This is an optimization exercise on Yosys and OpenROAD, whose aim is small area, a short achievable clock period and few clock cycles per item, not a production implementation.
Only simulation tests tie the RTL to the original design; equivalence was not proved.

==> flow/design.v (excerpt) <==
module aes_engine (
  input  wire         clk,
  input  wire         rst,         
  input  wire         key_valid,
  output wire         key_ready,
  input  wire [1:0]   key_len,     
  input  wire [255:0] key,
  input  wire         blk_valid,
  output wire         blk_ready,
  input  wire [127:0] blk_in,
  output reg          out_valid,
  output wire [127:0] out_data
);
Settings: LEC_CHECK=0, CAP_MARGIN=20, CORE_MARGIN=2, CORE_UTILIZATION=42, PLACE_DENSITY=0.55, SLEW_MARGIN=20; clock period 10.0 ns.
standard.sh (not shown) runs the stock make flow with config.mk's settings and CLKGATE_MAP_FILE= SYNTH_SCRIPT=/design/flow/synth_recipe.tcl, a recipe that flattens the netlist after the stock synthesis.
==> flow/flow/run.sh <==
#!/bin/bash
# Layout flow: the standard layout (standard.sh, ORFS synth to finish),
# with two changes:
#  - synthesis maps the logic with the ABC script in flow/area.abc (strash,
#    dch, amap: area-oriented) instead of ORFS's speed script. flow/my_synth.tcl
#    is synth_recipe.tcl with only the ABC script swapped, so the registers,
#    their names and cell types are those of the standard synthesis;
#  - the make settings in flow/extra_args (one per line) are added; they set
#    the repair_timing setup margin (SETUP_SLACK_MARGIN) so that the resizer
#    works towards a shorter period than the 10 ns clock. The clock, the SDC
#    and all constraints are the standard flow's, unchanged.
# The make output goes to flow_make.log; ORFS writes each step's log under orfs/logs.
set -uo pipefail
W=$(pwd)
export MY_ABC_SCRIPT=$W/flow/area.abc
EXTRA=""
if [[ -f $W/flow/extra_args ]]; then EXTRA=$(tr '\n' ' ' < $W/flow/extra_args); fi
sed -e "s|SYNTH_SCRIPT=[^ ]*|SYNTH_SCRIPT=$W/flow/my_synth.tcl $EXTRA|" standard.sh > $W/my_standard.sh
bash $W/my_standard.sh finish > $W/flow_make.log 2>&1
rc=$?
tail -5 $W/flow_make.log
exit $rc
==> flow/flow/area.abc <==
strash
dch
amap
topo
==> flow/flow/extra_args <==
SETUP_SLACK_MARGIN=6
==> flow/flow/my_synth.tcl <==
proc synth {args} { yosys synth -nofsm -noshare {*}$args }
proc abc {args} {
  if {[info exists ::env(MY_ABC_SCRIPT)]} {
    set i [lsearch -exact $args -script]
    if {$i >= 0} { lset args [expr {$i + 1}] $::env(MY_ABC_SCRIPT) }
  }
  yosys abc {*}$args
}
source $::env(SCRIPTS_DIR)/synth.tcl
# left out here: clear keep_hierarchy, flatten, clean up, hide names made inside functions, write 1_2_yosys.v
The first run completed without violations.
Testbench counts at the start, summed over its fixed seeds: cycles 32,745, blocks 2,557.
Next try:
==> flow/flow/extra_args (replaced) <==
SETUP_SLACK_MARGIN=5.5
Settings changed: CAP_MARGIN 20 to 30, CORE_UTILIZATION 42 to 45, PLACE_DENSITY 0.55 to 0.58, SLEW_MARGIN 20 to 30.
=>
- routed wire length fell by roughly a tenth
- core utilization fell by 4.6 points
- worst hold slack improved by 5.6 ps
- final cell count fell by a few percent
- flip-flop and latch count does not change
- register-to-register slack got worse by 330 ps
- global-route usage fell by 0.54 points
- area after synthesis stays the same
Next try:
==> flow/flow/run.sh (replaced) <==
#!/bin/bash
# Layout flow: the standard layout (standard.sh), except that synthesis
# maps the logic with the ABC script in flow/area.abc (area-oriented: strash,
# dch, amap) instead of ORFS's speed script. Synthesis is otherwise the standard flow's
# own (flow/my_synth.tcl is synth_recipe.tcl with the ABC script swapped), so
# the registers, their names and cell types are the standard synthesis's.
# Extra make settings, if any, are in flow/extra_args (one per line).
set -uo pipefail
W=$(pwd)
export MY_ABC_SCRIPT=$W/flow/area.abc
EXTRA=""
if [[ -f $W/flow/extra_args ]]; then EXTRA=$(tr '\n' ' ' < $W/flow/extra_args); fi
sed -e "s|SYNTH_SCRIPT=[^ ]*|SYNTH_SCRIPT=$W/flow/my_synth.tcl $EXTRA|" standard.sh > $W/my_standard.sh
bash $W/my_standard.sh finish > $W/flow_make.log 2>&1
rc=$?
tail -5 $W/flow_make.log
exit $rc
==> flow/flow/extra_args (replaced) <==
SETUP_SLACK_MARGIN=6.5
Settings changed: CAP_MARGIN 30 to 20, CORE_UTILIZATION 45 to 55, PLACE_DENSITY 0.58 to 0.65, SLEW_MARGIN 30 to 20.
With this change the flow aborted during global routing (5_1_grt).
Synthesized area stays the same.
Synthesized cell count does not change.


Another version of the RTL of aes_engine (not shown whole).
Size: about 1100 flip-flops, ~67000 sq um of cells after synthesis.
export LEC_CHECK = 0
export CAP_MARGIN = 20
export CORE_MARGIN = 2
export CORE_UTILIZATION = 42
export PLACE_DENSITY = 0.55
export SLEW_MARGIN = 20
create_clock -name core_clock -period 10.0 [get_ports {clk}]
==> flow/flow/run.sh <==
#!/bin/bash
# Layout flow: the standard layout (standard.sh, ORFS synth to finish),
# with two changes:
#  - synthesis maps the logic with the ABC script in flow/area.abc (strash,
#    dch, amap: area-oriented) instead of ORFS's speed script. flow/my_synth.tcl
#    is synth_recipe.tcl with only the ABC script swapped, so the registers,
#    their names and cell types are those of the standard synthesis;
#  - the make settings in flow/extra_args (one per line) are added; they set
#    the repair_timing setup margin (SETUP_SLACK_MARGIN) so that the resizer
#    works towards a shorter period than the 10 ns clock. The clock, the SDC
#    and all constraints are the standard flow's, unchanged.
# The make output goes to flow_make.log; ORFS writes each step's log under orfs/logs.
set -uo pipefail
W=$(pwd)
export MY_ABC_SCRIPT=$W/flow/area.abc
EXTRA=""
if [[ -f $W/flow/extra_args ]]; then EXTRA=$(tr '\n' ' ' < $W/flow/extra_args); fi
sed -e "s|SYNTH_SCRIPT=[^ ]*|SYNTH_SCRIPT=$W/flow/my_synth.tcl $EXTRA|" standard.sh > $W/my_standard.sh
bash $W/my_standard.sh finish > $W/flow_make.log 2>&1
rc=$?
tail -5 $W/flow_make.log
exit $rc
==> flow/flow/extra_args <==
SETUP_SLACK_MARGIN=6
Scripts as last shown in full above: flow/flow/area.abc, flow/flow/my_synth.tcl
Testbench counts at the start, summed over its fixed seeds: cycles 32,745, blocks 2,557.
Then changed:
==> flow/flow/extra_args (replaced) <==
SETUP_SLACK_MARGIN=5.5
- CAP_MARGIN: 20 -> 30
- CORE_UTILIZATION: 42 -> 45
- PLACE_DENSITY: 0.55 -> 0.58
- SLEW_MARGIN: 20 -> 30
The new run went through all stages and came out clean.
Via count falls by 4.8%.
Worst hold slack gets worse by 0.015 ns.
Synthesized area is unchanged.
Utilization drops by 3.0 points.
Count of clock-buffer cells in the layout rose by 5.
Routed wire length drops by 8.1%.
Die area is lower by 6.6%.
Fmax shrinks by 7.1%.
Cell area decreases by 11%.
Sequential cell count does not change.

==> static timing again, ports no longer ideal <==
How much do the figures lean on ideal ports? The routed layouts below were timed once more, with nothing changed but the port constraints. Step 1 sets driving cells, clkbuf_16 on the clock port and buf_2 on the other inputs (assumed; they add their load-dependent delay and slew). Step 2, shift: input delay + t, output delay - t, t = (earliest + latest rising clock arrival at the registers) / 2. This alone moves slack from input paths to output paths. Slacks: ideal ports / drivers / drivers and shift; pairs: ideal ports / drivers.
run | t, ns | setup WS [ns] | hold WS [ns] | latest minus earliest clock arrival (ns) | cell pins on the clock port's net
the first run of note 1 | 0.892 | 5.746 / 5.746 / 5.691 | 0.366 / 0.366 / 0.366 | 0.031 / 0.030 | 1
the second run of note 1 | 0.853 | 5.415 / 5.415 / 5.415 | 0.372 / 0.372 / 0.372 | 0.036 / 0.037 | 1
the first run of note 2 | 0.877 | 5.857 / 5.857 / 5.484 | 0.377 / 0.377 / 0.377 | 0.036 / 0.036 | 1
the second run of note 2 | 0.859 | 5.540 / 5.540 / 4.857 | 0.363 / 0.363 / 0.363 | 0.033 / 0.032 | 1
After both steps every run listed still meets setup and hold. For the second run of note 2, which loses most, drivers alone change the setup slack by 0.000 ns; drivers and shift together by -0.683 ns.
